Background: an optimization exercise with open tools, aiming at small area, a short achievable clock period and few clock cycles per item. Do not read the settings as production practice. Only simulation tests tie the RTL to the original design; equivalence was not proved. No activity file was given, so power comes from the tool's default toggle rates.

## flow/design.v (module list and top-level ports; edited modules follow where they fit)
// module c1_ldpc_enc: 1445 lines
module c1_ldpc_enc (
    input  wire        clk,
    input  wire        rst,         
    input  wire        in_valid,
    output wire        in_ready,
    input  wire [31:0] in_data,
    output wire        out_valid,
    input  wire        out_ready,
    output wire [31:0] out_data
);
  // ...
==> flow/flow/run.sh <==
#!/bin/bash
set -euo pipefail
export BUFFER_PORTS_ARGS="-buffer_cell sky130_fd_sc_hd__buf_4"
export SETUP_SLACK_MARGIN=7.0
bash standard.sh > standard.log 2>&1
==> flow/standard.sh <==
#!/bin/bash
# synth_recipe.tcl (not shown) runs the flow's synth.tcl, then flattens the netlist and writes it again
# the make line also repeats each setting of config.mk as NAME=value (left out here)
make -C /OpenROAD-flow-scripts/flow DESIGN_CONFIG=/design/flow/config.mk WORK_HOME=/design/flow/orfs CLKGATE_MAP_FILE= SYNTH_SCRIPT=/design/flow/synth_recipe.tcl "${@:-finish}"
==> flow/config.mk <==
export PLATFORM = sky130hd
export DESIGN_NAME = c1_ldpc_enc
export DESIGN_NICKNAME = c1_ldpc_enc
export VERILOG_FILES = /design/flow/design.v
export SDC_FILE = /design/flow/constraint.sdc
export NUM_CORES = 4
export LEC_CHECK = 0
export CAP_MARGIN = 20
export CORE_MARGIN = 2
export CORE_UTILIZATION = 55
export CTS_CLUSTER_DIAMETER = 60
export CTS_CLUSTER_SIZE = 25
export PLACE_DENSITY = 0.65
export SLEW_MARGIN = 20
==> flow/constraint.sdc <==
create_clock -name core_clock -period 10.0 [get_ports {clk}]
set_input_delay 2.0000 -clock core_clock [delete_from_list [all_inputs] [get_ports {clk}]]
set_output_delay 2.0000 -clock core_clock [all_outputs]
set_load 0.01 [all_outputs]
==> flow_summary.toml, run 1 <==
[finish]
seq_cells = 1150
drive_above_1_share_pct = 8.80
n_antenna_cell = 8
nonClkBufAreaFrac_pct = 2.40
final_cell_mix = "dfxtp_1, mux2_1, nand2_1, xnor2_1, nor2_1"

[yosys]
netlist_top_cells_count = "dfxtp_1, mux2_1, nand2_1"
syn_inst = 3133
ys_top_cells_by_area = "dfxtp_1, edfxtp_1, mux2_1"
muxShareOfSynthArea_pct = 11.5

[power]
internal_power_mw = 7.44
clock_power_mw = 3.06
peakVddDrop_v = 0.000191
switching_share_pct = 30.4
power.leakage_nw = 16.8

[route]
drtIter0Drc = 2744
num_vias = 23700
highest_layer = "met5"
drtAntennaViolNets = 0

[timing]
slew_viol_final = 0
worstMarginPinSlew_ps = 1170
setup_viol = 0
hold_violations = 0

[status]
status = "timing/DRC/antenna clean"

[critical_path]
crit_end = "out_data[26]"
critPathSlowestCell = "edfxtp_1"
worst_r2r_endpoint = "A0[184]"

[clock_network]
cts_resized = 30
clk_path_buf_depth = 3

[die]
initial_core_util_pct = 55.4
pin_count = 70

[global_route]
grt_pass1_vias = 22800
antenna_found_initial = 18
Testbench counts, summed over its fixed seeds: cycles 25,896, rows 48.
==> run 2: changes to the inputs <==
--- a/flow/design.v
+++ b/flow/design.v
@@ -1373,17 +1373,16 @@
     assign osrc[28] = (sd & p0w[28]) | ((so[0]) & A3[0]) | ((so[1] | sw[1]) & A1[138]) | ((so[2] | sw[2]) & A2[92]) | ((so[3] | sw[3]) & A0[209]);
     assign osrc[29] = (sd & p0w[29]) | ((so[0]) & A3[1]) | ((so[1] | sw[1]) & A1[139]) | ((so[2] | sw[2]) & A2[93]) | ((so[3] | sw[3]) & A0[210]);
     assign osrc[30] = (sd & p0w[30]) | ((so[0]) & A3[2]) | ((so[1] | sw[1]) & A1[140]) | ((so[2] | sw[2]) & A2[94]) | ((so[3] | sw[3]) & A0[211]);
     assign osrc[31] = (sd & p0w[31]) | ((so[0]) & A3[3]) | ((so[1] | sw[1]) & A1[141]) | ((so[2] | sw[2]) & A2[95]) | ((so[3] | sw[3]) & A0[212]);
     wire [31:0] osrc_rev;
     generate for (gi = 0; gi < 32; gi = gi + 1) begin : g_orev
         assign osrc_rev[gi] = osrc[31-gi];
     end endgenerate
-    wire [31:0] oreg_n = ({32{ld}} & osrc_rev) | ({32{~ld}} & oreg);
     wire       st_out_0 = rs ? 1'b0 : lastr ? 1'b1 : st_out;
     wire       st_out_n = st_out_0 & ~(ld & (ow == 5'd31));
     wire [8:0] wc_n     = rs ? 9'd0 : in_fire ? wc + 9'd1 : wc;
     wire [7:0] ic_n     = (rs | in_fire) ? 8'd0 : (wc != 9'd0) ? ic + 8'd1 : ic;
     wire       ov_n     = ~rst & (ld | (ov & ~out_ready));
     wire       ow31     = (ow == 5'd31);
     wire       ld_a     = ldp;
     wire       ld_b     = ldp & ~ov;
@@ -1434,12 +1433,12 @@
         match   <= ~rst & (ld ? match_b : match_a);
         ge      <= {os_n[2:0] >= 3'd7, os_n[2:0] >= 3'd6, os_n[2:0] >= 3'd5, os_n[2:0] >= 3'd4,
                     os_n[2:0] >= 3'd3, os_n[2:0] >= 3'd2, os_n[2:0] >= 3'd1, 1'b1};
         wrq0    <= pass1_n & (os_n[2:0] == 3'd0);
         wrqn    <= pass1_n & (os_n[2:0] != 3'd0);
         sd      <= ld ? sd_b : sd_a;
         so      <= ld ? so_b : so_a;
         sw      <= ld ? sw_b : sw_a;
-        oreg    <= oreg_n;
+        if (ld) oreg <= osrc_rev;
         if (wrq0) p0s <= p0w[0];
     end
 endmodule
==> flow/flow/run.sh (replaced) <==
#!/bin/bash
set -euo pipefail
export BUFFER_PORTS_ARGS="-buffer_cell sky130_fd_sc_hd__buf_4"
export SETUP_SLACK_MARGIN=6.6
bash standard.sh > standard.log 2>&1
==> run 2 against run 1 <==
Against the previous run: power is 1.2% higher; non-clock buffer count fell by 8; clock power down 1%; sequential share of layout area grew 0.14 points; utilization shrank 0.48 points; via count decreased by 0.95%; largest cell class unchanged; combinational power is 8% higher; highest routed layer unchanged; die area up 0.78%; register-to-register slack got worse by 60 ps; count of clock-buffer cells in the layout shrank 5; cell count fell by 0.19%.
==> flow_summary.toml, run 2 <==
[placed_design]
port_buffers = 69
gp_congestion = 1.02
post-place-cells = 4029
dp_hpwl_mm = 86.6
dp_worst_setup_slack_ps = 6240
place_area_um2 = 40200

[route]
met2_length_mm = 51.9
drt-wirelength-per-cell_um = 28.9
wl_met3_mm = 9.34
wl_met1_mm = 52.0
drtAntennaViolNets = 0
routed_wirelength_mm = 120
drtIter0Drc = 2604
routed_via_density = 5.67
drc_errors = 0
highest_layer = "met5"
drt_pre_antenna_iters = 8
num_vias = 23500

[die]
coreArea_um2 = 70000
die-area_um2 = 72800
die_y_um = 270
rows = 97
die_x_um = 270
pin_count = 70
initial_core_util_pct = 55.5

[global_route]
grt_use_total_pct = 32.6
grt_pass1_vias = 23100
grt_max_degree = 186
grt_pass1_wl_mm = 168
antenna_found_initial = 10
grt-ovfl-total = 0

[timing]
fin_crit_ps = 3340
slew_viol_final = 0
timing.fmax_mhz = 299
skew_ps = 38.8
worstMarginPinSlew_ps = 1100
setup_viol = 0
relSlewSlack_pct = 26.3
tns_ps = 0
fin_ws_ps = 6660
period_share_pct = 33.4
hold_violations = 0
rsz0062_at_grt = "no"

[yosys]
synthFlopType = "dfxtp_1"
syn_inst = 3137
yosysWarnings = 1
yosys.area.top_type = "dfxtp_1"
synth-seq-cells = 1150
ys_seq_area_share_pct = 63.9
synth_top_cell_area_share_pct = 50.0
async_reset_ff_share_pct = 0
netlist_top_cells_count = "dfxtp_1, mux2_2, nand2_1"
synth_edf_count = 180
ys_types = 62
synth_compound_gate_area_share_pct = 5.94
synth_xor_area_share_pct = 8.38
syn-cell-area_um2 = 38900
ys_top_cells_by_area = "dfxtp_1, edfxtp_1, mux2_2"
synth_fp_nets = 3185
muxShareOfSynthArea_pct = 11.3
synthAdderAreaFrac_pct = 0.386
synth.most_common_cell = "dfxtp_1"
synth-simple-area-share_pct = 8.21
syn_avg_cell_area_um2 = 12.4
synth_top_family_by_area = "multiplexers"

[critical_path]
worst_r2r_endpoint = "A2[36]"
crit_path_start_kind = "flip-flop"
timing.critical_path.buf_inv = 1
arrival_ps = 1340
critPathSlowestCell = "edfxtp_1"
path_depth = 1
r2r_cells = 5
cpLargestDelayFamily = "flip-flops"
startpoint = "oreg[14]"
slowest_delay_ps = 490
path_cells = "buf_4"
rrSetupSlack_ps = 6850
r2r-start = "selb_r"
path_class = "flip-flop to output port"
crit_path_end_kind = "output port"
cp_max_fo = 1
crit_required_ps = 8000
crit_end = "out_data[14]"

[clock_network]
clock_latency_ps = 660
clk_path_buf_depth = 3
cts_hold_repair.buffers = 0
cts_num_sinks = 1150
numCtsBuffers = 66
h-tree-depth = 3
cts_resized = 0
clk_pin_slew_ps = 90
post_cts_buffers = 0
cts_tree = "done"
clockRootBuffer = "clkbuf_16"

[power]
internal_power_mw = 7.53
p_sw_mw = 3.30
combPwrFrac_pct = 16.9
power_frac_seq_pct = 55.2
powerDensity_nw_per_um2 = 255
clockPowerShare_pct = 27.9
peakVddDrop_v = 0.000178
switching_share_pct = 30.5
power.leakage_nw = 16.6

[run]
drv_cap = 0

[finish]
instances_no_fill = 4146
fin_util_pct = 60.7
area.growth.synth_to_final_pct = 9.32
final_common_cell = "dfxtp_1"
final_cell_mix = "dfxtp_1, mux2_2, nand2_1, nor2_1, xnor2_1"
multi_input_area_um2 = 13300
stdcell_area_um2 = 42500
layout.nets = 3206
seq_area_um2 = 24800
fillers = 5630
drive_above_1_share_pct = 17.2

[worst_hold_path]
hold_class = "flip-flop to flip-flop"

[status]
status = "timing/DRC/antenna clean"
-- run 2: kinds of logic after synthesis --
family	count (synthesis)
AND/OR/NAND/NOR	707
XOR/XNOR	347
AO/OA/AOI/OAI	342
flip-flops	1150
buffers and inverters	177
adder cells (fa/ha/maj)	12
multiplexers	402
-- run 2: how the worst min path moves through the flow --
stage / slack, ps / startpoint / to / cells after the start
6_report: 300 / A1[121] / A1[89] / 0
3_5_place_dp: 310 / A0[139] / A0[107] / 0
2_1_floorplan: 310 / A0[135] / A0[103] / 0
3_3_place_gp: 310 / A2[127] / A2[95] / 0
5_1_grt: 290 / A0[109] / A0[77] / 0
4_1_cts: 300 / A0[109] / A0[77] / 0
-- run 2: metal layers --
| layer | track usage (%) | up-vias |
|---|---|---|
| met1 | 45.6 | 11600 |
| met5 | 0 | - |
| li1 | - | 10700 |
| met4 | 15.6 | 4 |
| met3 | 5.64 | 251 |
| met2 | 49.4 | 990 |
-- run 2: final cells by class --
class / count / share of cell area, %
Clock buffer: 82 / 4.15
Multi-Input combinational cell: 1810 / 31.4
Clock inverter: 33 / 1.05
Timing Repair Buffer: 103 / 1.93
Antenna cell: 1 / 0.00589
Inverter: 27 / 0.268
Tap cell: 940 / 2.77
Sequential cell: 1150 / 58.5
-- run 2: power by group through the flow --
stage | Combinational, mW | Sequential (mW) | Clock (mW)
global placement | 1.74 | 6.06 | 0
finish | 1.83 | 5.98 | 3.02
floorplan | 1.12 | 5.71 | 0
CTS | 1.77 | 5.97 | 3.07
global route | 1.87 | 6.02 | 3.24
detailed placement | 1.75 | 6.06 | 0
-- run 2: through the flow --
stage	power, mW	hold WS, ps
final	10.8	300
after global routing	11.1	295
after CTS	10.8	301
after detailed placement	7.82	312
after global placement	7.80	310
after floorplan	6.82	310
Testbench counts of run 2, summed over its fixed seeds: cycles 25,896, rows 48.
==> run 3: changes to the inputs <==
==> flow/flow/run.sh (replaced) <==
#!/bin/bash
set -euo pipefail
export BUFFER_PORTS_ARGS="-buffer_cell sky130_fd_sc_hd__buf_4"
export SETUP_SLACK_MARGIN=6.8
bash standard.sh > standard.log 2>&1
==> run 3 against run 2 <==
Against the previous run: still clean on timing, DRC and antenna; sequential share of layout area up 0.24 points; critical path depth unchanged; die area unchanged; cell count down 0.22%; clock power down 8.9%; fmax up 1.0%; via count up 0.46%; utilization down 0.24 points; global-route usage up 0.15 points; cell area down 0.39%; largest cell class unchanged.
==> flow_summary.toml, run 3 <==
[timing]
relSlewSlack_pct = 19.1
worstMarginPinSlew_ps = 1200
setup_viol = 0
timing.fmax_mhz = 303
slew_viol_final = 0
period_share_pct = 33.0
rsz0062_at_grt = "yes"
hold_violations = 0
tns_ps = 0
skew_ps = 25.8
fin_ws_ps = 6700
fin_crit_ps = 3300

[power]
switching_share_pct = 30.5
p_sw_mw = 3.22
internal_power_mw = 7.31
power_frac_seq_pct = 56.8
powerDensity_nw_per_um2 = 249
power.leakage_nw = 16.5
clockPowerShare_pct = 26.2
peakVddDrop_v = 0.000184
combPwrFrac_pct = 17.1

[global_route]
antenna_found_initial = 16
grt_max_degree = 95
grt_pass1_wl_mm = 169
grt_use_total_pct = 32.8
grt_pass1_vias = 23000
grt-ovfl-total = 0

[clock_network]
cts_num_sinks = 1150
clk_path_buf_depth = 3
h-tree-depth = 2
cts_hold_repair.buffers = 0
clockRootBuffer = "clkbuf_16"
numCtsBuffers = 60
clk_pin_slew_ps = 100
cts_tree = "done"
clock_latency_ps = 680

[run]
drv_cap = 0

[critical_path]
arrival_ps = 1300
crit_path_start_kind = "flip-flop"
critPathSlowestCell = "edfxtp_1"
slowest_delay_ps = 470
timing.critical_path.buf_inv = 1
path_class = "flip-flop to output port"
cpLargestDelayFamily = "flip-flops"
crit_required_ps = 8000
cp_max_fo = 1
path_cells = "buf_6"
crit_path_end_kind = "output port"

[yosys]
ys_seq_area_share_pct = 63.9
async_reset_ff_share_pct = 0
synth.most_common_cell = "dfxtp_1"
synth-seq-cells = 1150
syn_avg_cell_area_um2 = 12.4
yosysWarnings = 1
ys_types = 62
synthFlopType = "dfxtp_1"
synth_top_cell_area_share_pct = 50.0
syn-cell-area_um2 = 38900
ys_top_cells_by_area = "dfxtp_1, edfxtp_1, mux2_2"
netlist_top_cells_count = "dfxtp_1, mux2_2, nand2_1"
syn_inst = 3137
yosys.area.top_type = "dfxtp_1"
synth_fp_nets = 3185
synth_edf_count = 180

[placed_design]
port_buffers = 69
gp_congestion = 1.01
place_area_um2 = 40300
dp_hpwl_mm = 87.5
dp_worst_setup_slack_ps = 6490

[route]
drt_pre_antenna_iters = 6
highest_layer = "met5"
routed_wirelength_mm = 121
drc_errors = 0
wl_met3_mm = 9.85
routed_via_density = 5.71
drtAntennaViolNets = 0
num_vias = 23600
drt-wirelength-per-cell_um = 29.2
drtIter0Drc = 2576
met2_length_mm = 52.5
wl_met1_mm = 51.7

[finish]
final_cell_mix = "dfxtp_1, mux2_2, nand2_1, nor2_1, xnor2_1"
area.growth.synth_to_final_pct = 8.89
drive_above_1_share_pct = 16.9
stdcell_area_um2 = 42300
final_common_cell = "dfxtp_1"
layout.nets = 3201
fillers = 5734

[die]
initial_core_util_pct = 55.5
die-area_um2 = 72800
coreArea_um2 = 70000
rows = 97
pin_count = 70
die_y_um = 270
die_x_um = 270

[worst_hold_path]
hold_class = "flip-flop to flip-flop"

[status]
status = "timing/DRC/antenna clean"
run 3: cell counts after synthesis:
No cell type changed its count.
run 3: power by group through the flow:
| stage | Combinational, mW | Clock, mW | Sequential [mW] |
|---|---|---|---|
| after floorplan | 1.12 | 0 | 5.71 |
| after global placement | 1.72 | 0 | 6.05 |
| after detailed placement | 1.72 | 0 | 6.06 |
| after CTS | 1.74 | 2.79 | 5.97 |
| after global routing | 1.84 | 2.96 | 6.02 |
| final | 1.80 | 2.75 | 5.98 |
run 3: cell type report:
type                       instances  area [µm²]  share of cell area [%]
antenna                            3        7.51                  0.0177
clock buffer                      82        1640                    3.87
clock inverter                    21         292                   0.689
inverter                          27         121                   0.287
multi-input combinational       1810       13300                    31.5
sequential                      1150       24800                    58.7
tap                              940        1180                    2.78
timing repair buffer             104         901                    2.13
run 3: worst paths after layout:
check / slack (ps) / depth (start not counted) / end / startpoint
setup / recovery: 6700 / 1 / out_data[26] / oreg[26]
setup reg to reg: 6840 / 7 / A3[248] / ge[4]
hold reg to reg: 320 / 0 / A1[16] / A1[48]
hold / removal: 320 / 0 / A1[16] / A1[48]
run 3: through the flow:
step	total power [mW]	hold WS (ps)	util [%]	cells
CTS	10.5	317	60.4	4133
finish	10.5	315	60.4	4137
floorplan	6.82	310	-	3137
global placement	7.77	309	57.5	4030
global route	10.8	325	60.4	4134
detailed placement	7.79	312	57.5	4030
run 3: layer usage:
layer | vias up | global-route usage (%)
li1 | 10600 | -
met1 | 11600 | 45.7
met2 | 1090 | 49.4
met3 | 250 | 5.34
met4 | 2 | 16.9
met5 | - | 0
run 3: cells by family (layout without fill, tap and decap cells):
| group | Yosys count | count (layout) | share of synthesized area [%] |
|---|---|---|---|
| adders and majority gates | 12 | 12 | 0.386 |
| other | 0 | 3 | 0 |
| AOI/OAI and AO/OA | 342 | 342 | 5.94 |
| DFF | 1150 | 1150 | 63.9 |
| buffers and inverters | 177 | 234 | 1.89 |
| xor gates and xnor gates | 347 | 347 | 8.38 |
| and+or+nand+nor | 707 | 707 | 8.21 |
| muxes | 402 | 402 | 11.3 |
run 3: repair_timing:
action / in CTS / in global routing
gates resized for setup: 30 / 5
endpoints found under the hold margin: 0 / 0
endpoints found under the setup margin: 33 / 34
pin swaps: 0 / 0
buffers inserted: 0 / 1
==> run 4: changes to the inputs <==
--- a/flow/config.mk
+++ b/flow/config.mk
@@ -10,4 +10,4 @@
 export CORE_UTILIZATION = 55
-export CTS_CLUSTER_DIAMETER = 60
-export CTS_CLUSTER_SIZE = 25
+export CTS_CLUSTER_DIAMETER = 65
+export CTS_CLUSTER_SIZE = 28
 export PLACE_DENSITY = 0.65
==> run 4 against run 3 <==
Against the previous run: via count decreased by 0.55%; fmax grew 0.34%; first-iteration DRC count up 8.4%; largest cell class unchanged; largest power group unchanged.
==> flow_summary.toml, run 4 <==
[yosys]
syn_inst = 3137
synth_fp_nets = 3185
muxShareOfSynthArea_pct = 11.3
ys_top_cells_by_area = "dfxtp_1, edfxtp_1, mux2_2"
synth.most_common_cell = "dfxtp_1"
synth_compound_gate_area_share_pct = 5.94
syn-cell-area_um2 = 38900
synth-simple-area-share_pct = 8.21
synth-seq-cells = 1150
synthAdderAreaFrac_pct = 0.386
synth_top_family_by_area = "multiplexers"
synth_edf_count = 180
synth_top_cell_area_share_pct = 50.0
async_reset_ff_share_pct = 0
yosys.area.top_type = "dfxtp_1"
yosysWarnings = 1
netlist_top_cells_count = "dfxtp_1, mux2_2, nand2_1"
syn_avg_cell_area_um2 = 12.4
synth_xor_area_share_pct = 8.38
ys_types = 62
ys_seq_area_share_pct = 63.9
synthFlopType = "dfxtp_1"

[finish]
final_common_cell = "dfxtp_1"
area.growth.synth_to_final_pct = 8.75
fin_util_pct = 60.4
instances_no_fill = 4126
layout.nets = 3196
final_cell_mix = "dfxtp_1, mux2_2, nand2_1, nor2_1, xnor2_1"
drive_above_1_share_pct = 16.8

[clock_network]
clockRootBuffer = "clkbuf_16"
clk_pin_slew_ps = 110
numCtsBuffers = 55
cts_hold_repair.buffers = 0
clk_path_buf_depth = 3
cts_num_sinks = 1150
clock_latency_ps = 670
cts_tree = "done"
h-tree-depth = 2

[timing]
setup_viol = 0
tns_ps = 0
period_share_pct = 32.9
relSlewSlack_pct = 19.5
worstMarginPinSlew_ps = 1200
hold_violations = 0
fin_ws_ps = 6710
skew_ps = 40.6
rsz0062_at_grt = "yes"
slew_viol_final = 0
fin_crit_ps = 3290
timing.fmax_mhz = 304

[route]
drt_pre_antenna_iters = 6
drtAntennaViolNets = 0
num_vias = 23500
drc_errors = 0
drt-wirelength-per-cell_um = 29.3
routed_wirelength_mm = 121
drtIter0Drc = 2792
routed_via_density = 5.70

[die]
initial_core_util_pct = 55.5
die-area_um2 = 72800
die_y_um = 270
coreArea_um2 = 70000
die_x_um = 270
rows = 97
pin_count = 70

[critical_path]
timing.critical_path.buf_inv = 1
slowest_delay_ps = 470
path_cells = "buf_6"
crit_required_ps = 8000
arrival_ps = 1290
path_class = "flip-flop to output port"
crit_path_start_kind = "flip-flop"
startpoint = "oreg[26]"
crit_end = "out_data[26]"
cpLargestDelayFamily = "flip-flops"
rrSetupSlack_ps = 6790
path_depth = 1
cp_max_fo = 1
r2r-start = "ge[2]"
crit_path_end_kind = "output port"
worst_r2r_endpoint = "A3[248]"
r2r_cells = 7
critPathSlowestCell = "edfxtp_1"

[power]
powerDensity_nw_per_um2 = 249
peakVddDrop_v = 0.000187
power.leakage_nw = 16.5

[global_route]
grt_max_degree = 95
antenna_found_initial = 16
grt-ovfl-total = 0
grt_pass1_wl_mm = 169
grt_pass1_vias = 22900
grt_use_total_pct = 32.8

[run]
drv_cap = 0

[status]
status = "timing/DRC/antenna clean"

[worst_hold_path]
hold_class = "flip-flop to flip-flop"

[placed_design]
dp_hpwl_mm = 87.5
dp_worst_setup_slack_ps = 6490
gp_congestion = 1.01
port_buffers = 69
post-place-cells = 4030
[run 4: cell count changes in the layout (fill, tap and decap cells not counted), moves of 2 or more]
cell	change
clkinvlp_4	+2
clkinv_8	-5
clkbuf_16	-3
clkinv_16	+2
clkbuf_1	-5
clkinv_2	-3
bufinv_16	+2
[run 4: cell type report]
class / instances / area [µm²]
repair buffers: 104 / 901
fillers: 5716 / 27800
multi-input cells: 1810 / 13300
clock buffers: 73 / 1540
inverters: 27 / 121
flip-flops and latches: 1150 / 24800
diodes: 2 / 5.00
clock inverters: 20 / 342
well taps: 940 / 1180
[run 4: what timing repair did]
item / CTS / global route
setup buffers: 0 / 1
endpoints found under the setup margin: 33 / 33
gates resized for setup: 30 / 4
[run 4: power by group]
| group | total [mW] | switching (mW) | internal (mW) | leakage (nW) |
|---|---|---|---|---|
| sequential | 5.98 | 0.578 | 5.40 | 10.1 |
| clock | 2.74 | 1.54 | 1.19 | 0.895 |
| combinational | 1.79 | 1.08 | 0.708 | 5.55 |
[run 4: per-layer routing]
layer / vias up / routed length, µm / GRT usage (%) / part of all wire (%)
li1: 10600 / - / - / -
met1: 11600 / 51800 / 45.9 / 43
met2: 1035 / 52600 / 49.8 / 44
met3: 262 / 9660 / 5.18 / 8.0
met4: 6 / 6750 / 16.0 / 5.6
met5: - / 37 / 0 / 0.031
[run 4: cells by family (layout without fill, tap and decap cells)]
group                      after synthesis  count (layout)
buffers and inverters                  177             224
other                                    0               2
xor gates and xnor gates               347             347
muxes                                  402             402
AOI/OAI and AO/OA                      342             342
DFF                                   1150            1150
adders and majority gates               12              12
and+or+nand+nor                        707             707
[run 4: metrics by stage]
stage	hold slack, ps	power (mW)	cell area [µm²]
final	318	10.5	42300
after CTS	319	10.5	42200
after global placement	309	7.77	40300
after floorplan	310	6.82	38900
after detailed placement	312	7.79	40300
after global routing	321	10.8	42300
[run 4: worst min-delay path by stage]
stage | to | cells after the start | start | slack [ps]
6_report | A0[141] | 0 | A0[173] | 320
4_1_cts | A0[141] | 0 | A0[173] | 320
5_1_grt | A0[141] | 0 | A0[173] | 320
3_3_place_gp | A0[89] | 0 | A0[121] | 310
3_5_place_dp | A0[121] | 0 | A0[153] | 310
2_1_floorplan | A0[103] | 0 | A0[135] | 310

-- afterwards: timing with drivers on the ports --
In the flow no input, the clock included, has a driving cell. The finished layouts below were timed again as built, in two steps.
Step 1: set_driving_cell puts a clkbuf_16 on clk and a buf_2 on each other input, an assumption about the parent block.
Step 2 times the ports against the registers' clock, not the clock port: input delays grow and output delays shrink by t, the midpoint of the rising clock arrivals with the driver on.
a / b / c = no drivers / after step 1 / after step 2; a / b = the first two.
run	t (ns)	setup slack, ns	hold WS [ns]	worst setup path at the end	pins driven straight from the clock port
run 1	0.694	6.646 / 6.572 / 6.588	0.314 / 0.314 / 0.314	input to register	1
run 2	0.704	6.661 / 6.595 / 6.210	0.300 / 0.300 / 0.300	input to register	1
run 3	0.737	6.695 / 6.623 / 6.510	0.315 / 0.315 / 0.315	input to register	1
run 4	0.727	6.706 / 6.634 / 6.518	0.318 / 0.318 / 0.318	input to register	1
After both steps every run listed still meets setup and hold. For run 2, which loses most, drivers alone change the setup slack by -0.066 ns; drivers and shift together by -0.451 ns.
